What follows belongs to an exercise in optimizing a design on an open flow for small area, a short achievable clock period and few clock cycles; a production flow would make more cautious choices. At most, simulation tests tie the RTL to the original design; equivalence was not proved. Only the layout flow was run in runs 1 and 2; the RTL was not checked for function there.

<file path="design/flow/config.mk">
export PLATFORM = sky130hd
export DESIGN_NAME = cvu
export DESIGN_NICKNAME = cvu
export VERILOG_FILES = /design/flow/design.v
export SDC_FILE = /design/flow/constraint.sdc
export NUM_CORES = 8
export LEC_CHECK = 0
export CAP_MARGIN = 30
export CORE_MARGIN = 2
export CORE_UTILIZATION = 30
export PLACE_DENSITY = 0.45
export SLEW_MARGIN = 30
</file>
<file path="design/flow/constraint.sdc">
create_clock -name core_clock -period 24.0 [get_ports {clk}]
set_input_delay 4.8000 -clock core_clock [delete_from_list [all_inputs] [get_ports {clk}]]
set_output_delay 4.8000 -clock core_clock [all_outputs]
set_load 0.01 [all_outputs]
</file>
<file path="design/flow/design.v">
module cvu (
    input  wire        clk,
    input  wire        rst,
    input  wire        req_valid,
    output wire        req_ready,
    input  wire        req_write,
    input  wire [11:0] req_addr,
    input  wire [31:0] req_wdata,
    output reg         rsp_valid,
    output reg  [31:0] rsp_rdata,
    output reg         alert
);
    localparam [4:0] O_CTL = 5'd0,  O_CFG = 5'd1,
                     O_POLY_L = 5'd2, O_POLY_H = 5'd3,
                     O_INIT_L = 5'd4, O_INIT_H = 5'd5,
                     O_XOR_L = 5'd6,  O_XOR_H = 5'd7,
                     O_FOLD_L = 5'd8, O_FOLD_H = 5'd9,
                     O_VAL_L = 5'd10, O_VAL_H = 5'd11,
                     O_RES_L = 5'd12, O_RES_H = 5'd13,
                     O_COUNT = 5'd14,
                     O_FEED8 = 5'd16, O_FEED16 = 5'd17, O_FEED32 = 5'd18,
                     O_F64_LO = 5'd19, O_F64_HI = 5'd20;
    localparam [2:0] P_DONE = 3'd0, P_MQ = 3'd2, P_MU = 3'd3,
                     P_VF = 3'd4, P_RS = 3'd5, P_RW = 3'd6;
    localparam NF = 5;    
    integer i, j, k;
    function [63:0] width_mask(input [6:0] w);
        integer b;
        begin
            for (b = 0; b < 64; b = b + 1)
                width_mask[b] = (b < w);
        end
    endfunction
    function [63:0] refl(input [63:0] x, input [5:0] s);
        reg [63:0] r;
        integer b;
        begin
            for (b = 0; b < 64; b = b + 1)
                r[b] = x[63 - b];
            refl = r >> s;
        end
    endfunction
    function [7:0] rev8(input [7:0] v);
        integer b;
        begin
            for (b = 0; b < 8; b = b + 1)
                rev8[b] = v[7 - b];
        end
    endfunction
    function [31:0] bord(input [31:0] d, input refin);
        begin
            bord = refin ? d : {rev8(d[31:24]), rev8(d[23:16]), rev8(d[15:8]), rev8(d[7:0])};
        end
    endfunction
    function [15:1] q16(input [14:0] p);
        reg [15:0] q, s, r, cc;
        integer m, n;
        begin
            cc = {p, 1'b1};
            q = 16'd1;
            for (m = 1; m < 8; m = m + 1)
                for (n = 1; n <= m; n = n + 1)
                    q[m] = q[m] ^ (cc[n] & q[m - n]);
            s = 16'd0;
            for (m = 0; m < 8; m = m + 1)
                s[2*m] = q[m];
            r = 16'd0;
            for (m = 0; m < 16; m = m + 1)
                for (n = 0; n <= m; n = n + 1)
                    r[m] = r[m] ^ (cc[m - n] & s[n]);
            q16 = r[15:1];
        end
    endfunction
    function [31:16] q32(input [30:0] p, input [15:0] q);
        reg [31:0] s, r, cc;
        integer m, n;
        begin
            cc = {p, 1'b1};
            s = 32'd0;
            for (m = 0; m < 16; m = m + 1)
                s[2*m] = q[m];
            r = 32'd0;
            for (m = 16; m < 32; m = m + 1)
                for (n = 0; n <= m; n = n + 2)
                    r[m] = r[m] ^ (cc[m - n] & s[n]);
            q32 = r[31:16];
        end
    endfunction
    reg [1:0]  sticky;
    reg [1:0]  alert_en;
    reg [31:0] cnt_badw;
    reg        cfg_refin  [0:1];
    reg        cfg_refout [0:1];
    reg [3:0]  cfg_fl     [0:1];
    reg [6:0]  cfg_w      [0:1];
    reg [5:0]  cfg_s      [0:1];     
    reg [63:0] poly   [0:1];
    reg [63:0] init   [0:1];
    reg [63:0] xorout [0:1];
    reg [63:0] fold   [0:1];
    reg [31:0] f64_lo [0:1];
    reg        f64_v  [0:1];
    reg [31:0] val_lo [0:1];
    reg        l_refout [0:1];
    reg [5:0]  l_s      [0:1];     
    reg [63:0] l_xor    [0:1];
    reg [63:0] pr   [0:1];
    reg [31:0] count [0:1];
    reg [2:0]  phase [0:1];
    reg [63:0] vA, vB;
    reg [31:1] mA, mB;
    reg        riA, riB;
    reg          fv    [0:NF-1];
    reg          fctx  [0:NF-1];
    reg [1:0]    fn    [0:NF-1];    
    reg [31:0]   fdata [0:NF-1];    
    reg [2:0]    fcnt;
    reg        eng_ctx;     
    reg        f_st;        
    reg        f_mu;        
    reg        f_vf;        
    reg        f_rd;        
    reg        f_ctx;
    reg        f_sA;        
    reg        f_pctx;      
    reg [5:0]  f_cs, f_ls;  
    reg        st_exec;     
    wire [63:0] vr0 = eng_ctx ? vB : vA;
    wire [63:0] vr1 = eng_ctx ? vA : vB;
    reg        ready_q;     
    reg        busy;        
    reg        rv, rw, rlov;
    reg [9:0]  ra;
    reg [31:0] rdw;
    reg        r_start_q, r_feed_q, r_f64h_q, r_vseth_q, r_rdv_q;
    reg [10:0] r_wsel;
    reg [16:0] r_rsel;    
    reg        room1_q, room2_q, idle0_q, idle1_q;
    assign req_ready = ready_q;
    wire       r_g     = (ra[9:3] == 7'd0);
    wire       r_c_hit = (ra[9:6] == 4'd1);
    wire       r_c     = ra[5];
    wire [4:0] r_off   = ra[4:0];
    wire       acc   = req_valid && !busy;
    wire       wacc  = acc && req_write;
    wire       i_g   = (req_addr[11:5] == 7'd0);
    wire       i_c_hit = (req_addr[11:8] == 4'd1);
    wire       i_c   = req_addr[7];
    wire [4:0] i_off = req_addr[6:2];
    wire r_idle = r_c ? idle1_q : idle0_q;
    wire [63:0] cmask0 = width_mask(cfg_w[0]);
    wire [63:0] cmask1 = width_mask(cfg_w[1]);
    wire [63:0] r_mask = r_c ? cmask1 : cmask0;
    wire        h_v    = fv[0];
    wire        h_ctx  = fctx[0];
    wire        h_exec = h_v && (phase[h_ctx] == P_DONE);
    wire        d_go   = h_exec;
    wire [63:0] e_pr = pr[eng_ctx];
    wire [31:0] e_mu = {mA, 1'b1};
    wire [31:0] e_d  = bord(fdata[0], riA) ^ vA[31:0];
    reg [31:0] a_low;
    reg [63:0] e_hi;
    always @(*) begin
        case (fn[0])
            2'd0: begin a_low = {e_d[7:0],  24'd0}; e_hi = vA >> 8;  end
            2'd1: begin a_low = {e_d[15:0], 16'd0}; e_hi = vA >> 16; end
            2'd2: begin a_low = {e_d[23:0], 8'd0};  e_hi = vA >> 24; end
            default: begin a_low = e_d;             e_hi = vA >> 32; end
        endcase
    end
    reg [31:0] tops;
    always @(*) begin
        for (i = 0; i < 32; i = i + 1) begin
            tops[i] = 1'b0;
            for (j = 0; j <= i; j = j + 1)
                tops[i] = tops[i] ^ (e_mu[i - j] & a_low[j]);
        end
    end
    reg [63:0] e_out;
    always @(*) begin
        e_out = e_hi;
        for (j = 0; j < 32; j = j + 1)
            if (tops[j])
                e_out = e_out ^ (e_pr >> (31 - j));
    end
    wire [63:0] f_in  = f_st ? (f_pctx ? poly[1] : poly[0]) : f_sA ? vA : vB;
    wire [5:0]  f_s   = f_st ? f_cs : f_ls;    
    wire [63:0] f_out = refl(f_in, f_s);
    wire        mq_ctx = (phase[1] == P_MQ);
    wire [15:1] mq_q   = q16(pr[mq_ctx][14:0]);
    wire        mu_ctx = f_ctx;
    wire [31:16] mu_q  = q32(pr[mu_ctx][30:0], mu_ctx == eng_ctx ? {mA[15:1], 1'b1} : {mB[15:1], 1'b1});
    wire r_start  = rv && r_start_q;
    wire r_feed   = rv && r_feed_q;
    wire r_f64h   = rv && r_f64h_q;
    wire r_vseth  = rv && r_vseth_q;
    wire r_room   = (r_start_q || r_f64h_q) ? room2_q : r_feed_q ? room1_q : 1'b1;
    wire r_stv    = r_start_q || r_vseth_q;
    wire r_rd_ok  = !r_rdv_q || (r_idle && f_rd);
    wire r_exec   = rv && (rw ? (r_room && (!r_stv || r_idle)) : r_rd_ok);
    wire wx       = r_exec && rw;           
    wire rdone    = r_exec && !rw;          
    wire st_now   = st_exec;    
    wire vs_now   = wx && r_vseth;
    wire rs0      = (phase[0] == P_RS);
    wire rs1      = (phase[1] == P_RS);
    wire st_go    = st_now || rs0 || rs1;
    wire st_ctx   = rs0 ? 1'b0 : rs1 ? 1'b1 : r_c;
    wire [3:0]  st_fl = cfg_fl[st_ctx];
    wire        st_f1 = st_go && st_fl != 4'd0;
    wire        st_f2 = st_go && st_fl > 4'd4;
    wire [1:0]  st_n1 = (st_fl >= 4'd4) ? 2'd3 : st_fl[1:0] - 2'd1;
    wire [1:0]  st_n2 = st_fl[1:0] - 2'd1;    
    wire        push1 = st_f1 || (wx && r_feed);
    wire        push2 = st_f2 || (wx && r_f64h);
    wire        p1_ctx  = st_go ? st_ctx : r_c;
    wire [1:0]  p1_n    = st_go ? st_n1 :
                          (r_off == O_FEED8) ? 2'd0 : (r_off == O_FEED16) ? 2'd1 : 2'd3;
    wire [31:0] p1_d    = st_go ? fold[st_ctx][31:0] :
                          r_f64h ? (rlov ? f64_lo[r_c] : 32'd0) : rdw;
    wire [1:0]  p2_n    = st_go ? st_n2 : 2'd3;
    wire [31:0] p2_d    = st_go ? fold[st_ctx][63:32] : rdw;
    wire        pop     = h_exec;
    wire [2:0]  base    = fcnt - {2'd0, pop};
    wire [2:0]  fcnt_n  = base + {2'd0, push1} + {2'd0, push2};
    reg          fctx_n  [0:NF-1];
    reg [1:0]    fn_n    [0:NF-1];
    reg [31:0]   fdata_n [0:NF-1];
    always @(*) begin
        for (i = 0; i < NF; i = i + 1) begin
            if (push1 && base == i) begin
                fctx_n[i] = p1_ctx; fn_n[i] = p1_n; fdata_n[i] = p1_d;
            end else if (push2 && base + 3'd1 == i) begin
                fctx_n[i] = p1_ctx; fn_n[i] = p2_n; fdata_n[i] = p2_d;
            end else if (pop && i < NF - 1) begin
                fctx_n[i] = fctx[i+1]; fn_n[i] = fn[i+1]; fdata_n[i] = fdata[i+1];
            end else begin
                fctx_n[i] = fctx[i]; fn_n[i] = fn[i]; fdata_n[i] = fdata[i];
            end
        end
    end
    reg [2:0] phase_n [0:1];
    always @(*) begin
        for (k = 0; k < 2; k = k + 1) begin
            phase_n[k] = phase[k];
            case (phase[k])
                P_RW: phase_n[k] = P_RS;
                P_MQ: phase_n[k] = P_MU;
                P_MU: if (f_mu && f_ctx == k) phase_n[k] = P_DONE;
                P_VF: if (f_vf && f_ctx == k) phase_n[k] = P_DONE;
                default: ;
            endcase
            if (st_go && st_ctx == k)
                phase_n[k] = P_MQ;
            if (vs_now && r_c == k)
                phase_n[k] = P_VF;
        end
    end
    reg [NF-1:0] has0_n, has1_n;
    always @(*) begin
        for (i = 0; i < NF; i = i + 1) begin
            has0_n[i] = (i < fcnt_n) && !fctx_n[i];
            has1_n[i] = (i < fcnt_n) && fctx_n[i];
        end
    end
    wire idle0_n = !(|has0_n) && phase_n[0] == P_DONE;
    wire idle1_n = !(|has1_n) && phase_n[1] == P_DONE;
    wire        x_v    = acc || (rv && !r_exec);
    wire        x_w    = acc ? req_write : rw;
    wire        x_c    = acc ? i_c : r_c;
    wire i_start = req_write && i_c_hit && i_off == O_CTL && req_wdata[31];
    wire i_feed  = req_write && i_c_hit && (i_off == O_FEED8 || i_off == O_FEED16 ||
                                            i_off == O_FEED32 || i_off == O_F64_HI);
    wire i_f64h  = req_write && i_c_hit && i_off == O_F64_HI;
    wire i_vseth = req_write && i_c_hit && i_off == O_VAL_H;
    wire i_rdv   = !req_write && i_c_hit && (i_off == O_VAL_L || i_off == O_VAL_H ||
                                             i_off == O_RES_L || i_off == O_RES_H);
    wire [16:0] i_rsel;
    assign i_rsel[0]  = !req_write && i_g && i_off == 5'd0;
    assign i_rsel[1]  = !req_write && i_g && i_off == 5'd1;
    assign i_rsel[2]  = !req_write && i_g && i_off == 5'd2;
    genvar gi;
    generate
        for (gi = 3; gi <= 16; gi = gi + 1) begin : g_rsel
            assign i_rsel[gi] = !req_write && i_c_hit && i_off == gi - 2;
        end
    endgenerate
    wire [10:0] i_wsel;
    assign i_wsel[0]  = req_write && i_c_hit && i_off == O_CFG;
    assign i_wsel[1]  = req_write && i_c_hit && i_off == O_POLY_L;
    assign i_wsel[2]  = req_write && i_c_hit && i_off == O_POLY_H;
    assign i_wsel[3]  = req_write && i_c_hit && i_off == O_INIT_L;
    assign i_wsel[4]  = req_write && i_c_hit && i_off == O_INIT_H;
    assign i_wsel[5]  = req_write && i_c_hit && i_off == O_XOR_L;
    assign i_wsel[6]  = req_write && i_c_hit && i_off == O_XOR_H;
    assign i_wsel[7]  = req_write && i_c_hit && i_off == O_FOLD_L;
    assign i_wsel[8]  = req_write && i_c_hit && i_off == O_FOLD_H;
    assign i_wsel[9]  = req_write && i_c_hit && i_off == O_VAL_L;
    assign i_wsel[10] = req_write && i_c_hit && i_off == O_F64_LO;
    wire x_start = acc ? i_start : r_start_q;
    wire x_stv   = acc ? (i_start || i_vseth) : r_stv;
    wire x_idle  = x_c ? idle1_n : idle0_n;
    wire rs_n0 = (phase_n[0] == P_RS), rs_n1 = (phase_n[1] == P_RS);
    wire mu_n0 = (phase_n[0] == P_MU), mu_n1 = (phase_n[1] == P_MU);
    wire vf_n0 = (phase_n[0] == P_VF), vf_n1 = (phase_n[1] == P_VF);
    wire g_sf  = (x_v && x_start && x_idle) || rs_n0 || rs_n1;
    wire g_mu  = !g_sf && (mu_n0 || mu_n1);
    wire g_vf  = !g_sf && !(mu_n0 || mu_n1) && (vf_n0 || vf_n1);
    wire g_rd  = !g_sf && !(mu_n0 || mu_n1) && !(vf_n0 || vf_n1);
    wire g_ctx = g_sf ? (rs_n0 ? 1'b0 : rs_n1 ? 1'b1 : x_c) :
                 g_mu ? !mu_n0 : g_vf ? !vf_n0 : x_c;
    wire eng_ctx_n = (fcnt_n != 3'd0) ? fctx_n[0] : eng_ctx;
    wire        g_vctx = (mu_n0 || mu_n1) ? !mu_n0 : (vf_n0 || vf_n1) ? !vf_n0 : x_c;
    wire        g_sctx = rs_n0 ? 1'b0 : rs_n1 ? 1'b1 : x_c;
    wire        cfgw_wr  = rv && r_wsel[0] && !r_bad_w;
    wire [5:0]  cfg_s_n0 = (cfgw_wr && !r_c) ? 6'd0 - r_nw[5:0] : cfg_s[0];
    wire [5:0]  cfg_s_n1 = (cfgw_wr && r_c)  ? 6'd0 - r_nw[5:0] : cfg_s[1];
    wire [5:0]  l_s_n0   = (st_go && !st_ctx) ? cfg_s[0] : l_s[0];
    wire [5:0]  l_s_n1   = (st_go && st_ctx)  ? cfg_s[1] : l_s[1];
    wire swap = (eng_ctx_n != eng_ctx);
    wire [63:0] r_res = (l_refout[r_c] ? (r_c ? vr1 : vr0) : f_out) ^ l_xor[r_c];
    wire [63:0] r_poly = poly[r_c], r_init = init[r_c], r_xor = xorout[r_c];
    wire [31:0] r_mlo = ({32{r_rsel[4]}} & r_poly[31:0])  | ({32{r_rsel[6]}} & r_init[31:0]) |
                        ({32{r_rsel[8]}} & r_xor[31:0]);
    wire [31:0] r_mhi = ({32{r_rsel[5]}} & r_poly[63:32]) | ({32{r_rsel[7]}} & r_init[63:32]) |
                        ({32{r_rsel[9]}} & r_xor[63:32]);
    wire [31:0] rdata = ({32{r_rsel[0]}}  & {30'd0, sticky}) |
                        ({32{r_rsel[1]}}  & {30'd0, alert_en}) |
                        ({32{r_rsel[2]}}  & cnt_badw) |
                        ({32{r_rsel[3]}}  & {cfg_refin[r_c], cfg_refout[r_c], 10'd0, cfg_fl[r_c], 9'd0, cfg_w[r_c]}) |
                        (r_mlo & r_mask[31:0]) | (r_mhi & r_mask[63:32]) |
                        ({32{r_rsel[10]}} & fold[r_c][31:0]) |
                        ({32{r_rsel[11]}} & fold[r_c][63:32]) |
                        ({32{r_rsel[12]}} & f_out[31:0]) |
                        ({32{r_rsel[13]}} & f_out[63:32]) |
                        ({32{r_rsel[14]}} & r_res[31:0]) |
                        ({32{r_rsel[15]}} & r_res[63:32]) |
                        ({32{r_rsel[16]}} & count[r_c]);
    wire [6:0] r_nw   = rdw[6:0];
    wire [3:0] r_nfl  = rdw[19:16];
    wire r_bad_w  = (r_nw == 7'd0) || (r_nw > 7'd64);
    wire r_bad_fl = (r_nfl > 4'd8);
    wire [6:0] i_nw  = req_wdata[6:0];
    wire [3:0] i_nfl = req_wdata[19:16];
    wire i_bad  = wacc && i_c_hit && i_off == O_CFG &&
                  ((i_nw == 7'd0) || (i_nw > 7'd64) || (i_nfl > 4'd8));
    wire i_half = wacc && i_c_hit && i_off == O_F64_HI && !f64_v[i_c];
    wire [1:0] sticky_n   = (wacc && i_g && i_off == 5'd0) ? (sticky & ~req_wdata[1:0])
                                                          : (sticky | {i_half, i_bad});
    wire [1:0] alert_en_n = (wacc && i_g && i_off == 5'd1) ? req_wdata[1:0] : alert_en;
    wire rs_pend = rs0 || rs1 || (phase[1] == P_RW);
    wire ready_n = !rs_pend && (!x_v || (x_w && fcnt_n <= NF - 2 && (!x_stv || x_idle)));
    reg [32:0] cnt_sum;
    always @(*) begin
        case (r_off)
            O_FEED8:  cnt_sum = {1'b0, count[r_c]} + 33'd1;
            O_FEED16: cnt_sum = {1'b0, count[r_c]} + 33'd2;
            O_FEED32: cnt_sum = {1'b0, count[r_c]} + 33'd4;
            default:  cnt_sum = {1'b0, count[r_c]} + 33'd8;
        endcase
    end
    wire        ctxA = eng_ctx, ctxB = !eng_ctx;
    wire        stA  = st_go && st_ctx == ctxA, stB = st_go && st_ctx == ctxB;
    wire        vsA  = vs_now && r_c == ctxA;
    wire        vsB  = vs_now && r_c == ctxB;
    wire        fvA  = (f_mu || f_vf) && f_ctx == ctxA, fvB = (f_mu || f_vf) && f_ctx == ctxB;
    wire        mqA  = phase[ctxA] == P_MQ, mqB = phase[ctxB] == P_MQ;
    wire        muA  = f_mu && f_ctx == ctxA, muB = f_mu && f_ctx == ctxB;
    wire [63:0] vA_r = stA ? init[ctxA] : vsA ? {rdw, val_lo[ctxA]} : fvA ? f_out : vA;
    wire [63:0] vB_n = stB ? init[ctxB] : vsB ? {rdw, val_lo[ctxB]} : fvB ? f_out : vB;
    wire [31:1] mA_n = mqA ? {mA[31:16], mq_q} : muA ? {mu_q, mA[15:1]} : mA;
    wire [31:1] mB_n = mqB ? {mB[31:16], mq_q} : muB ? {mu_q, mB[15:1]} : mB;
    wire        riA_n = stA ? cfg_refin[ctxA] : riA;
    wire        riB_n = stB ? cfg_refin[ctxB] : riB;
    always @(posedge clk) begin
        if (rst) begin
            sticky    <= 2'b00;
            alert_en  <= 2'b11;
            alert     <= 1'b0;
            cnt_badw  <= 32'd0;
            ready_q   <= 1'b0;
            busy      <= 1'b1;
            rv        <= 1'b0;
            rsp_valid <= 1'b0;
            fcnt      <= 3'd0;
            eng_ctx   <= 1'b0;
            room1_q   <= 1'b1;
            room2_q   <= 1'b1;
            idle0_q   <= 1'b0;
            idle1_q   <= 1'b0;
            f_st      <= 1'b1;      
            f_sA      <= 1'b0;
            f_pctx    <= 1'b0;
            f_cs      <= 6'd32;
            f_ls      <= 6'd32;
            st_exec   <= 1'b0;
            f_mu      <= 1'b0;
            f_vf      <= 1'b0;
            f_rd      <= 1'b0;
            f_ctx     <= 1'b0;
            for (i = 0; i < NF; i = i + 1)
                fv[i] <= 1'b0;
            for (k = 0; k < 2; k = k + 1) begin
                cfg_refin[k]  <= 1'b1;
                cfg_refout[k] <= 1'b1;
                cfg_fl[k]     <= 4'd0;
                cfg_w[k]      <= 7'd32;
                cfg_s[k]      <= 6'd32;
                poly[k]       <= 64'h0000_0000_04C1_1DB7;
                init[k]       <= 64'h0000_0000_FFFF_FFFF;
                xorout[k]     <= 64'h0000_0000_FFFF_FFFF;
                fold[k]       <= 64'd0;
                f64_v[k]      <= 1'b0;
                val_lo[k]     <= 32'd0;
            end
            phase[0] <= P_RS;
            phase[1] <= P_RW;
        end else begin
            ready_q   <= ready_n;
            busy      <= !ready_n;
            rv        <= x_v;
            rsp_valid <= rdone;
            sticky    <= sticky_n;
            alert_en  <= alert_en_n;
            alert     <= |(sticky_n & alert_en_n);
            fcnt      <= fcnt_n;
            eng_ctx   <= eng_ctx_n;
            room1_q   <= fcnt_n <= NF - 1;
            room2_q   <= fcnt_n <= NF - 2;
            idle0_q   <= idle0_n;
            idle1_q   <= idle1_n;
            f_st      <= g_sf;
            f_sA      <= (g_vctx == eng_ctx_n);
            f_pctx    <= g_sctx;
            f_cs      <= g_sctx ? cfg_s_n1 : cfg_s_n0;
            f_ls      <= g_vctx ? l_s_n1 : l_s_n0;
            st_exec   <= x_v && x_start && x_idle && (fcnt_n <= NF - 2);
            f_mu      <= g_mu;
            f_vf      <= g_vf;
            f_rd      <= g_rd;
            f_ctx     <= g_ctx;
            for (i = 0; i < NF; i = i + 1)
                fv[i] <= (i < fcnt_n);
            for (k = 0; k < 2; k = k + 1)
                phase[k] <= phase_n[k];
            if (wacc && i_c_hit && i_off == O_F64_LO)
                f64_v[i_c] <= 1'b1;
            if (wacc && i_c_hit && i_off == O_F64_HI)
                f64_v[i_c] <= 1'b0;
            if (wx && r_g && r_off == 5'd2) begin
                if (rdw == 32'd0)
                    cnt_badw <= 32'd0;
            end else if (rv && r_wsel[0] && (r_bad_w || r_bad_fl) &&
                         cnt_badw != 32'hFFFF_FFFF) begin
                cnt_badw <= cnt_badw + 32'd1;
            end
            if (rv) begin
                if (r_wsel[0]) begin
                    cfg_refin[r_c]  <= rdw[31];
                    cfg_refout[r_c] <= rdw[30];
                    if (!r_bad_w)  begin cfg_w[r_c] <= r_nw; cfg_s[r_c] <= 6'd0 - r_nw[5:0]; end
                    if (!r_bad_fl) cfg_fl[r_c] <= r_nfl;
                end
                if (r_wsel[1])  poly[r_c][31:0]    <= rdw & r_mask[31:0];
                if (r_wsel[2])  poly[r_c][63:32]   <= rdw & r_mask[63:32];
                if (r_wsel[3])  init[r_c][31:0]    <= rdw & r_mask[31:0];
                if (r_wsel[4])  init[r_c][63:32]   <= rdw & r_mask[63:32];
                if (r_wsel[5])  xorout[r_c][31:0]  <= rdw & r_mask[31:0];
                if (r_wsel[6])  xorout[r_c][63:32] <= rdw & r_mask[63:32];
                if (r_wsel[7])  fold[r_c][31:0]    <= rdw;
                if (r_wsel[8])  fold[r_c][63:32]   <= rdw;
                if (r_wsel[9])  val_lo[r_c]        <= rdw;
            end
        end
    end
    always @(posedge clk) begin
        rsp_rdata <= rdata;
        if (!(rv && !r_exec)) begin
            rw   <= req_write;
            ra   <= req_addr[11:2];
            rdw  <= req_wdata;
            rlov <= f64_v[i_c];
            r_start_q <= i_start;
            r_feed_q  <= i_feed;
            r_f64h_q  <= i_f64h;
            r_vseth_q <= i_vseth;
            r_rdv_q   <= i_rdv;
            r_wsel    <= i_wsel;
            r_rsel    <= i_rsel;
        end
        if (rv && r_wsel[10])
            f64_lo[r_c] <= rdw;
        for (i = 0; i < NF; i = i + 1) begin
            fctx[i]  <= fctx_n[i];
            fn[i]    <= fn_n[i];
            fdata[i] <= fdata_n[i];
        end
        if (wx && r_feed)
            count[r_c] <= cnt_sum[32] ? 32'hFFFF_FFFF : cnt_sum[31:0];
        vA  <= (d_go && !swap) ? e_out : swap ? vB_n : vA_r;
        vB  <= (d_go && swap)  ? e_out : swap ? vA_r : vB_n;
        mA  <= swap ? mB_n : mA_n;
        mB  <= swap ? mA_n : mB_n;
        riA <= swap ? riB_n : riA_n;
        riB <= swap ? riA_n : riB_n;
        if (st_go) begin
            l_refout[st_ctx] <= cfg_refout[st_ctx];
            l_s[st_ctx]      <= cfg_s[st_ctx];
            l_xor[st_ctx]    <= xorout[st_ctx] & (st_ctx ? cmask1 : cmask0);
            pr[st_ctx]       <= f_out;
            count[st_ctx]    <= 32'd0;
        end
    end
endmodule
</file>
<file path="design/flow/flow/run.sh">
#!/bin/bash
set -euo pipefail
bash standard.sh SETUP_SLACK_MARGIN=17.75 CTS_CLUSTER_SIZE=25 CTS_CLUSTER_DIAMETER=80 finish > standard.log 2>&1
</file>
<file path="design/flow/standard.sh">
#!/bin/bash
# synth_recipe.tcl (not shown) runs the flow's synth.tcl, then flattens the netlist and writes it again
# the make line also repeats each setting of config.mk as NAME=value (left out here)
make -C /OpenROAD-flow-scripts/flow DESIGN_CONFIG=/design/flow/config.mk WORK_HOME=/design/flow/orfs CLKGATE_MAP_FILE= SYNTH_SCRIPT=/design/flow/synth_recipe.tcl "${@:-finish}"
</file>
==> results of run 1 <==
-- metrics by stage --
stage	instance area, sq um	util (%)	hold WS [ns]
finish	134600	33.51	0.5005
global route	134500	33.49	0.5234
CTS	133700	33.27	0.5028
detailed placement	128500	31.98	0.4826
global placement	128300	31.92	0.4685
floorplan	121000	-	0.4430
-- synthesized netlist by cell type (19+ instances only) --
cell and count:
inv_1 82, xnor3_1 206, o211ai_1 75, clkbuf_1 853
nor2_1 2691, o221ai_1 57, a211oi_1 247, mux2_2 203
dfxtp_1 374, nor3_1 147, and3_1 222, o21a_1 42
buf_6 19, nand4_1 26, and2_1 57, a221oi_1 45
xnor2_1 1568, or3_1 31, a32o_1 28, or2_2 33
buf_1 183, ha_1 20, nand2_1 1319, xor2_1 388
buf_2 144, o21ai_0 573, a222oi_1 179, edfxtp_1 1191
o21ai_1 24, a211o_1 19, a221o_1 90, a311oi_1 27
o22ai_1 52, a21oi_1 642, a31oi_1 40, nand3b_1 31
nand3_1 175, a22oi_1 90, nor2b_1 73, mux4_2 80
mux2i_1 938, nand2b_1 78
-- flip-flops by register name, summed over array words and instances, names as in the netlist, 17 cells and up, named ones only --
signal,count
vA,64
mA,31
rdw,32
rsp_rdata,32
f64_lo,64
fold,128
l_xor,128
pr,128
val_lo,64
vB,64
init,128
count,64
mB,31
fdata,160
poly,128
cnt_badw,32
xorout,128
r_rsel,17
-- how the worst max path moves through the flow --
stage	startpoint	end	slack [ns]	cells after the start
global placement	rst	init[1][9]	15.69	7
CTS	riA	vB[40]	17.69	19
floorplan	req_valid	f_rd	17.57	8
global route	riA	vB[40]	17.73	21
finish	rst	init[0][20]	17.66	5
detailed placement	rst	init[1][9]	15.68	7
-- routing by layer --
layer / global-route usage (%) / part of all wire [%]
met3: 6.825 / 11
met2: 43.56 / 42
met5: 0 / 0.020
met1: 39.34 / 41
met4: 16.20 / 6.5
-- worst max-delay path, cell delays in order --
cell    delay [ns]
buf_4         0.22
nor2_4        0.30
and2_1        0.17
buf_4         0.57
or2_2         0.79
-- area by class of cell --
type | count | area [sq um]
well taps | 5287 | 6615
flip-flops and latches | 1565 | 43290
clock inverters | 83 | 1104
fillers | 41450 | 267100
repair buffers | 609 | 5371
diodes | 99 | 247.7
multi-input cells | 10756 | 74730
clock buffers | 122 | 2893
inverters | 92 | 356.6
-- logic make-up (layout without fill, tap and decap cells) --
logic type | count (synthesis) | count (layout) | share of synthesized area (%)
AO/OA/AOI/OAI | 2354 | 2354 | 12.87
XOR/XNOR | 2172 | 2174 | 18.19
adder cells (fa/ha/maj) | 23 | 23 | 0.2403
buffers and inverters | 1311 | 906 | 4.411
flip-flops | 1565 | 1565 | 35.80
multiplexers | 1231 | 1231 | 11.29
other | 0 | 99 | 0
AND/OR/NAND/NOR | 4964 | 4974 | 17.19
-- timing repair --
item	in CTS	in global routing
setup endpoints to repair	1054	292
buffers inserted	27	22
resized for setup	326	81
cloned	11	5
pin swaps	15	9
==> results.txt, run 1 <==
largest net degree at the start of global routing 120; clock slew at reported path FFs 0.09 ns; gp weighted congestion 1.076; area growth from synthesis to final layout 11.43%; Post-Route WL 624700 microns; outcome no timing/DRC/antenna violations; final cycle utilization of the critical path 26.40%; most frequent cells in the layout nor2_1 (2667), xnor2_1 (1522), nand2_1 (1295); Critical Path RT 24.59 ns; Main synth FF type edfxtp_1; 1st-pass router iterations 14; first-pass GRT wire length 847200 microns; hold path endpoint count[0][26]; syn_area_per_cell 8.870 sq um; Clk Latency, worst-skew pair 1.00 ns; via count 108.2k; cells after synthesis 13.62k; DRC errors left 0; synthesis-stage register bit count 1565; nets@finish 13.20k; Root Buffer clkbuf_16; vias in the first global route 98.50k; CTS Buffer Depth 4; Yosys warnings 10; flop2flop setup slack 17.72 ns; Slew HR 20.13%; CTS Sinks 1565; number of hold violations in the final report 0; Max FO, Critical Path 34; Final min period 6.336 ns; RSZ-0062 raised after global routing yes; Synth Cell Area 120800 sq um; setup tns final 0 ns; antenna violations before repair 64; Max Clock Skew 0.1607 ns; Crit Path Category input pin to flop; Hold Path Depth 2; # H-tree levels 3; syn_nets 13.69k; sequential area share after synthesis 35.80%; worst r2r src f_pctx; layout cells sized above 1 11.01%; max_cap viols 0; Die Wd 638.6 microns; final worst setup slack 17.66 ns; Post-synth EDFFs 1191; FF-to-FF path depth 14; total I/O pin count 83; Synth cell types 98; Core Area 401700 sq um; post-synthesis async set-or-reset flop share 0%; Worst Path Arrival 6.92 ns; max-slew violations 0; # rows 233; die footprint 407800 sq um; commonest non-fill, non-tap cell in the layout nor2_1; CTS tree yes; Critical Path End Type flop; hold buffer count at CTS 0; DR WL/cell 33.56 microns; grt total ovfl 0; Non-Filler Instances 18.61k; Vias/cell 5.814; count of input and output buffers 80; CTS Buf Count 111; DP Cell Count 18.24k; worst hold path class flop to flop; Critical Path Source Type input pin; post-synth top area share 29.61%; dpl hpwl 426000 microns; leading area contributor after synthesis edfxtp_1; reg2reg end rsp_rdata[3]; die height 638.6 microns; Initial Util 30.07%; min-delay src count[0][26]; Placement Setup Slack 15.68 ns; 1st-iter DRT viols 16.62k; Max Freq 157.8 MHz; Slew @ Worst Pin 1.198 ns; GRT Util Overall 29.40%; Detail Route Antenna Nets 0; Area contributors post-synth edfxtp_1 (30%), xnor2_1 (11%), nor2_1 (8.4%), mux2i_1 (7.8%), dfxtp_1 (6.2%); endpoints failing setup 0
==> run 2, diff against run 1 <==
==> design/flow/flow/run.sh (replaced) <==
#!/bin/bash
set -euo pipefail
bash standard.sh SETUP_SLACK_MARGIN=18 "CTS_ARGS=-sink_clustering_enable -repair_clock_nets -sink_clustering_size 25 -sink_clustering_max_diameter 80 -distance_between_buffers 300" finish > standard.log 2>&1
==> run 2 against run 1 <==
  * Count of clock-buffer cells in the layout rose by 1
  * Sequential cell count did not move
  * Synthesized area did not move
  * Routed wire length rose by 0.14%
  * Fmax rose by 1.2%
  * Still clean
  * Worst hold slack got worse by 0.0044 ns
  * Design area rose by 0.43%
==> results.txt, run 2 <==
Worst Path Arrival 7.02 ns (+0.10 ns); first-pass GRT wire length 846100 microns (-0.13%); leading area contributor after synthesis edfxtp_1; Post-synth EDFFs 1191 (unchanged); most common cell in the netlist nor2_1; Max Clock Skew 0.1344 ns (-0.02635 ns); worst hold path class flop to flop; Final min period 6.261 ns (-0.07450 ns); syn_nets 13.69k (unchanged); die height 638.6 microns (unchanged); Detail Route Antenna Nets 0 (unchanged); vias in the first global route 98.12k (-0.39%); area growth from synthesis to final layout 11.91%; largest net degree at the start of global routing 81 (-33%); register bank with the most flops fdata; Die Wd 638.6 microns (unchanged); fin util 33.65% (+0.14 points); DR WL/cell 33.64 microns (+0.22%); sequential area share after synthesis 35.80% (unchanged); max_cap viols 0 (unchanged); synth cell count leaders nor2_1 (2691), xnor2_1 (1568), nand2_1 (1319); die footprint 407800 sq um (unchanged); max reg flops 160 (unchanged); 1st-pass router iterations 14 (unchanged); Area contributors post-synth edfxtp_1 (30%), xnor2_1 (11%), nor2_1 (8.4%), mux2i_1 (7.8%), dfxtp_1 (6.2%); nets@finish 13.22k (+0.098%); # rows 233 (unchanged); Post-Route WL 625500 microns (+0.14%); Crit Path Category flop to flop; count of input and output buffers 80 (unchanged); Root Buffer clkbuf_16; gp weighted congestion 1.029 (-4.4%); commonest non-fill, non-tap cell in the layout nor2_1; syn_area_per_cell 8.870 sq um (unchanged); CTS Sinks 1565 (unchanged); post-synth top area share 29.61% (unchanged); Slew @ Worst Pin 1.179 ns (-0.01893 ns); Post-DP Area 128700 sq um (+0.19%); Critical Path RT 24.76 ns (+0.17 ns); dpl hpwl 426000 microns (about the same); # H-tree levels 3 (unchanged); Max FO, Critical Path 32 (-5.9%); Initial Util 30.07% (unchanged); Synth Cell Area 120800 sq um (unchanged); post-synthesis async set-or-reset flop share 0% (unchanged); antenna violations before repair 48 (-25%); flop2flop setup slack 17.74 ns (+0.02 ns); Vias/cell 5.823 (+0.16%); 1st-iter DRT viols 15.92k (-4.2%); Max Freq 159.7 MHz (+1.2%); via count 108.3k (+0.071%); final cycle utilization of the critical path 26.09% (-0.31 points); total I/O pin count 83 (unchanged); endpoints failing setup 0 (unchanged); final instance area 135200 sq um (+0.43%); setup tns final 0 ns (unchanged); Slew HR 19.14% (-0.99 points); layout cells sized above 1 11.40% (+0.39 points); synthesis-stage register bit count 1565 (unchanged); DRC errors left 0 (unchanged); cells after synthesis 13.62k (unchanged); CTS Buffer Depth 3 (-1); Core Area 401700 sq um (unchanged); Synth cell types 98 (unchanged); Critical Path End Type flop; max-slew violations 0 (unchanged); CTS Buf Count 112 (+0.90%); RSZ-0062 raised after global routing yes; Critical Path Source Type flop; Fillers 41.54k (+0.22%); most frequent cells in the layout nor2_1 (2668), xnor2_1 (1532), nand2_1 (1287); GRT Util Overall 29.39% (about the same); grt total ovfl 0 (unchanged); Yosys warnings 10 (unchanged); outcome no timing/DRC/antenna violations; number of hold violations in the final report 0 (unchanged); Main synth FF type edfxtp_1; hold buffer count at CTS 0 (unchanged); clock slew at reported path FFs 0.10 ns (about the same); CTS tree yes; Clk Latency, worst-skew pair 0.90 ns (-0.10 ns)
## run 2: changes by cell type in the layout (fill, tap and decap cells not counted), moves of 6 or more
cell,previous run,this run
nand2_1,1295,1287
clkbuf_8,7,1
dfxtp_1,355,344
xnor2_1,1522,1532
inv_8,11,18
clkinv_4,2,8
nand2_8,7,20
diode_2,99,62
clkdlybuf4s50_1,36,28
clkinv_16,0,8
buf_2,27,19
dfxtp_2,12,23
buf_4,455,445
buf_6,29,56
## run 2: path summary, 6_finish.rpt
check	cells past startpoint	start	endpoint
min	2	count[1][26]	count[1][26]
max reg2reg	13	f_st	rsp_rdata[20]
max	13	f_st	rsp_rdata[20]
min reg2reg	2	count[1][26]	count[1][26]
## run 2: timing repair
item,CTS,global route
cloned,13,5
gates resized for setup,394,109
endpoints found under the setup margin,994,187
endpoints found under the hold margin,0,0
pin swaps,25,18
buffers inserted,32,31
## run 2: cell type report
class	instances	area (sq um)	area share, %
diodes	62	155.1	0.1148
clock buffers	123	2854	2.111
clock inverters	91	1196	0.8848
inverters	92	361.6	0.2675
multi-input cells	10754	74940	55.43
flip-flops and latches	1565	43310	32.03
well taps	5287	6615	4.893
repair buffers	623	5762	4.262
## run 2: per-layer routing
metal,vias up,GRT usage [%],part of all wire [%]
li1,46781,-,-
met1,54078,40.07,41
met2,6318,42.57,42
met3,1093,6.602,10
met4,22,16.76,6.5
met5,-,0,0.023
## run 2: cell families (layout without fill, tap and decap cells)
| kind of cell | Yosys count | after routing | share of synthesized area (%) |
|---|---|---|---|
| AND/OR/NAND/NOR | 4964 | 4974 | 17.19 |
| AO/OA/AOI/OAI | 2354 | 2354 | 12.87 |
| flip-flops | 1565 | 1565 | 35.80 |
| other | 0 | 62 | 0 |
| adder cells (fa/ha/maj) | 23 | 23 | 0.2403 |
| XOR/XNOR | 2172 | 2172 | 18.19 |
| multiplexers | 1231 | 1231 | 11.29 |
| buffers and inverters | 1311 | 929 | 4.411 |
## run 2: per-stage QoR
stage / instances / hold WS (ns) / setup slack [ns]
2_1_floorplan: 13620 / 0.4430 / 17.58
3_3_place_gp: 18229 / 0.4742 / 15.83
3_5_place_dp: 18238 / 0.4795 / 15.76
4_1_cts: 18497 / 0.5033 / 17.73
5_1_grt: 18560 / 0.5226 / 17.76
6_report: 18597 / 0.4961 / 17.74
## run 2: worst max-delay path, stage by stage, from the launching register on
cell and delay, ns:
dfxtp_4 0.74, mux2i_4 0.31, buf_4 0.45, buf_4 0.58
mux2i_1 0.36, mux4_2 0.60, mux2i_1 0.26, a22oi_1 0.17
nor2_1 0.48, buf_4 0.28, a21oi_1 0.13, xor2_1 0.98
a221o_1 0.30, a221o_1 0.41
==> run 3, diff against run 2 <==
--- a/design/flow/design.v
+++ b/design/flow/design.v
@@ -93,7 +93,6 @@
     reg        cfg_refout [0:1];
     reg [3:0]  cfg_fl     [0:1];
     reg [6:0]  cfg_w      [0:1];
-    reg [5:0]  cfg_s      [0:1];     
     reg [63:0] poly   [0:1];
     reg [63:0] init   [0:1];
     reg [63:0] xorout [0:1];
@@ -313,10 +312,12 @@
     wire        g_vctx = (mu_n0 || mu_n1) ? !mu_n0 : (vf_n0 || vf_n1) ? !vf_n0 : x_c;
     wire        g_sctx = rs_n0 ? 1'b0 : rs_n1 ? 1'b1 : x_c;
     wire        cfgw_wr  = rv && r_wsel[0] && !r_bad_w;
-    wire [5:0]  cfg_s_n0 = (cfgw_wr && !r_c) ? 6'd0 - r_nw[5:0] : cfg_s[0];
-    wire [5:0]  cfg_s_n1 = (cfgw_wr && r_c)  ? 6'd0 - r_nw[5:0] : cfg_s[1];
-    wire [5:0]  l_s_n0   = (st_go && !st_ctx) ? cfg_s[0] : l_s[0];
-    wire [5:0]  l_s_n1   = (st_go && st_ctx)  ? cfg_s[1] : l_s[1];
+    wire [5:0]  cfg_s0   = 6'd0 - cfg_w[0][5:0];
+    wire [5:0]  cfg_s1   = 6'd0 - cfg_w[1][5:0];
+    wire [5:0]  cfg_s_n0 = (cfgw_wr && !r_c) ? 6'd0 - r_nw[5:0] : cfg_s0;
+    wire [5:0]  cfg_s_n1 = (cfgw_wr && r_c)  ? 6'd0 - r_nw[5:0] : cfg_s1;
+    wire [5:0]  l_s_n0   = (st_go && !st_ctx) ? cfg_s0 : l_s[0];
+    wire [5:0]  l_s_n1   = (st_go && st_ctx)  ? cfg_s1 : l_s[1];
     wire swap = (eng_ctx_n != eng_ctx);
     wire [63:0] r_res = (l_refout[r_c] ? (r_c ? vr1 : vr0) : f_out) ^ l_xor[r_c];
     wire [63:0] r_poly = poly[r_c], r_init = init[r_c], r_xor = xorout[r_c];
@@ -405,7 +406,6 @@
                 cfg_refout[k] <= 1'b1;
                 cfg_fl[k]     <= 4'd0;
                 cfg_w[k]      <= 7'd32;
-                cfg_s[k]      <= 6'd32;
                 poly[k]       <= 64'h0000_0000_04C1_1DB7;
                 init[k]       <= 64'h0000_0000_FFFF_FFFF;
                 xorout[k]     <= 64'h0000_0000_FFFF_FFFF;
@@ -458,7 +458,7 @@
                 if (r_wsel[0]) begin
                     cfg_refin[r_c]  <= rdw[31];
                     cfg_refout[r_c] <= rdw[30];
-                    if (!r_bad_w)  begin cfg_w[r_c] <= r_nw; cfg_s[r_c] <= 6'd0 - r_nw[5:0]; end
+                    if (!r_bad_w)  cfg_w[r_c]  <= r_nw;
                     if (!r_bad_fl) cfg_fl[r_c] <= r_nfl;
                 end
                 if (r_wsel[1])  poly[r_c][31:0]    <= rdw & r_mask[31:0];
@@ -505,7 +505,7 @@
         riB <= swap ? riA_n : riB_n;
         if (st_go) begin
             l_refout[st_ctx] <= cfg_refout[st_ctx];
-            l_s[st_ctx]      <= cfg_s[st_ctx];
+            l_s[st_ctx]      <= st_ctx ? cfg_s1 : cfg_s0;
             l_xor[st_ctx]    <= xorout[st_ctx] & (st_ctx ? cmask1 : cmask0);
             pr[st_ctx]       <= f_out;
             count[st_ctx]    <= 32'd0;
==> design/flow/flow/run.sh (replaced) <==
#!/bin/bash
set -euo pipefail
bash standard.sh SETUP_SLACK_MARGIN=18 CTS_CLUSTER_SIZE=25 CTS_CLUSTER_DIAMETER=80 finish > standard.log 2>&1
==> run 3 against run 2 <==
  * Still clean on timing, DRC and antenna
  * Routed wire length rose by 1.1%
  * Worst hold slack barely moved
  * Fmax rose by 0.31%
  * Setup slack improved by 0.019 ns
  * Design area rose by 0.31%
  * Critical path depth fell by 12
  * Register-to-register slack improved by 0.15 ns
  * Synthesized area rose by 0.37%
  * Critical path type is now flop to output port
==> results.txt, run 3 <==
CTS Sinks 1555 (-0.64%); CTS Buf Count 110 (-1.8%); CTS Buffer Depth 4 (+1); Fillers 41.54k (unchanged); Max Freq 160.2 MHz (+0.31%); most frequent cells in the layout nor2_1 (2533), xnor2_1 (1565), nand2_1 (1503); max-slew violations 0 (unchanged); RSZ-0062 raised after global routing yes; leading area contributor after synthesis edfxtp_1; Vias/cell 5.774 (-0.85%); worst hold path class flop to flop; Critical Path Source Type flop; Initial Util 30.12% (+0.046 points); final cycle utilization of the critical path 26.01% (-0.080 points); endpoints failing setup 0 (unchanged); Final min period 6.242 ns (-0.01910 ns); Hold Path Depth 2 (unchanged); Max Clock Skew 0.1589 ns (+0.02447 ns); largest net degree at the start of global routing 102 (+26%); GR met3 Demand/Resource 6.896% (+0.29 points); FF-to-FF path depth 13 (unchanged); hold buffer count at CTS 0 (unchanged); met2 usage 43.28% (+0.71 points); sequential area share after synthesis 35.42% (-0.38 points); Critical path buffers and inverters 1 (-2); final worst setup slack 17.76 ns (+0.01910 ns); Slew HR 18.82% (-0.33 points); commonest non-fill, non-tap cell in the layout nor2_1; syn_nets 13.89k (+1.5%); Root Buffer clkbuf_16; Critical Path End Type output port; Crit Path Category flop to output port; Critical Path RT 19.20 ns (-5.56 ns); GRT Max-Usage Layer met2; outcome no timing/DRC/antenna violations; number of hold violations in the final report 0 (unchanged); 1st-iter DRT viols 16.12k (+1.3%); Synth Cell Area 121300 sq um (+0.37%); Synth cell types 94 (-4.1%); Max FO, Critical Path 1 (-97%); max_cap viols 0 (unchanged); clock slew at reported path FFs 0.09 ns (about the same); Detail Route Antenna Nets 0 (unchanged); vias in the first global route 97.93k (-0.19%); Crit-path slowest cell dfxtp_4; Main synth FF type edfxtp_1; syn_area_per_cell 8.774 sq um (-1.1%); cells after synthesis 13.82k (+1.5%); max reg flops 160 (unchanged); nets@finish 13.43k (+1.6%); Sequential Area 43010 sq um (-0.68%); area growth from synthesis to final layout 11.84% (about the same); synth cell count leaders nor2_1 (2552), xnor2_1 (1592), nand2_1 (1530); # H-tree levels 3 (unchanged); die footprint 409300 sq um (+0.37%); antenna violations before repair 55 (+15%); Post-Route WL 632200 microns (+1.1%); critical-path cell list buf_6; DRC errors left 0 (unchanged); 1st-pass router iterations 14 (unchanged); Clk Latency, worst-skew pair 0.97 ns (+0.07 ns); synthesis-stage register bit count 1555 (-0.64%); register bank with the most flops fdata; Post-synth EDFFs 1181 (-0.84%); setup tns final 0 ns (unchanged); dpl hpwl 428100 microns (+0.49%); gp weighted congestion 1.026 (-0.31%); CTS tree yes; slowest stage delay, CP 0.37 ns (-0.61 ns); delay-heaviest family, CP flip-flops; post-synthesis async set-or-reset flop share 0% (unchanged); Core Area 402600 sq um (+0.22%); layout cells sized above 1 10.92% (-0.48 points); first-pass GRT wire length 849800 microns (+0.44%); die height 639.8 microns (+0.18%); Die Wd 639.8 microns (+0.18%); grt total ovfl 0 (unchanged); Area contributors post-synth edfxtp_1 (29%), xnor2_1 (11%), mux2i_1 (8.1%), nor2_1 (7.9%), dfxtp_1 (6.2%); # rows 233 (unchanged); met1 Resource Use GR 39.60% (-0.47 points); total I/O pin count 83 (unchanged); count of input and output buffers 80 (unchanged); most common cell in the netlist nor2_1; Yosys warnings 10 (unchanged); post-synth top area share 29.25% (-0.36 points); Min Hold Slack 0.4959 ns (-0.0001280 ns); via count 109.1k (+0.73%); multi-input logic area 75400 sq um (+0.61%); Slew @ Worst Pin 1.184 ns (+0.004797 ns); Placement Setup Slack 15.77 ns (+0.01840 ns); GRT Util Overall 29.56% (+0.17 points); DR WL/cell 33.46 microns (-0.51%); critical path depth 1 (-12); Worst Path Arrival 1.44 ns (-5.58 ns)
## run 3: changes by cell type after synthesis, moves of 24 or more
cell,delta
o21ai_0,+261
nand2_1,+211
nor2_1,-139
a211oi_1,-100
a21oi_1,-77
nand3_1,+53
nor3_1,-52
mux2_2,-46
mux2i_1,+44
a221oi_1,+32
o21a_1,-32
o221ai_1,-30
a222oi_1,-24
xnor2_1,+24
## run 3: worst paths after layout
path | slack (ns) | to | from
setup / recovery | 17.76 | req_ready | ready_q
hold / removal | 0.50 | count[1][30] | count[1][30]
setup reg to reg | 17.89 | rsp_rdata[28] | f_pctx
hold reg to reg | 0.50 | count[1][30] | count[1][30]
## run 3: logic make-up after synthesis
group | synth area share [%]
simple gates | 17.57
compound gates | 12.72
mux | 11.37
flops | 35.42
fa+ha+maj | 0.2518
xor+xnor | 18.22
buf+inv | 4.444
## run 3: cell type report
| cell class | count | area share (%) |
|---|---|---|
| multi-input combinational | 10962 | 55.60 |
| sequential | 1555 | 31.71 |
| tap | 5405 | 4.987 |
| timing repair buffer | 641 | 4.396 |
| clock buffer | 117 | 2.080 |
| clock inverter | 85 | 0.8894 |
| inverter | 90 | 0.2657 |
| antenna | 38 | 0.07012 |
## run 3: metrics by stage
| step | utilization (%) | area [sq um] | instances |
|---|---|---|---|
| floorplan | - | 121700 | 13819 |
| finish | 33.68 | 135600 | 18893 |
| CTS | 33.41 | 134500 | 18802 |
| detailed placement | 32.07 | 129100 | 18556 |
| global placement | 32.00 | 128800 | 18540 |
| global route | 33.66 | 135500 | 18857 |
## run 3: what timing repair did
item,in CTS,in global routing
gates cloned,15,11
setup endpoints to repair,930,234
buffers inserted,29,29
pin swaps,20,18
resized for setup,385,103
## run 3: metal layers
layer  part of all wire [%]  routed length (microns)
met1                     41                   256400
met2                     42                   264000
met3                     11                    68100
met4                    6.9                    43530
met5                  0.025                      161
Testbench counts of run 3, summed over its fixed seeds: cycles 35,877.

## port drivers added, routing unchanged
No port has a modelled driver above. Below, the same layouts with a new extraction and two added sets of constraints. Step 1: set_driving_cell puts a clkbuf_16 on clk and a buf_2 on each other input, an assumption about the parent block. Step 2 adds t to the input delays and takes it off the output delays; t is the mean of the earliest and latest rising clock arrival at the registers after step 1. Input paths then give back, and output paths get back, about the clock's delay inside the block. Slacks: ideal / step 1 / step 2; pairs: ideal / step 1.
run	shift t [ns]	setup slack, ns	worst setup path after step 2	clock arrival spread, ns
run 1	1.026	17.664 / 17.672 / 16.697	input to register	0.163 / 0.162
run 2	0.948	17.739 / 17.697 / 17.103	input to register	0.141 / 0.140
run 3	1.002	17.758 / 17.648 / 16.986	input to register	0.172 / 0.172
After both steps every run listed still meets setup and hold. For run 1, which loses most, drivers alone change the setup slack by +0.008 ns; drivers and shift together by -0.967 ns.
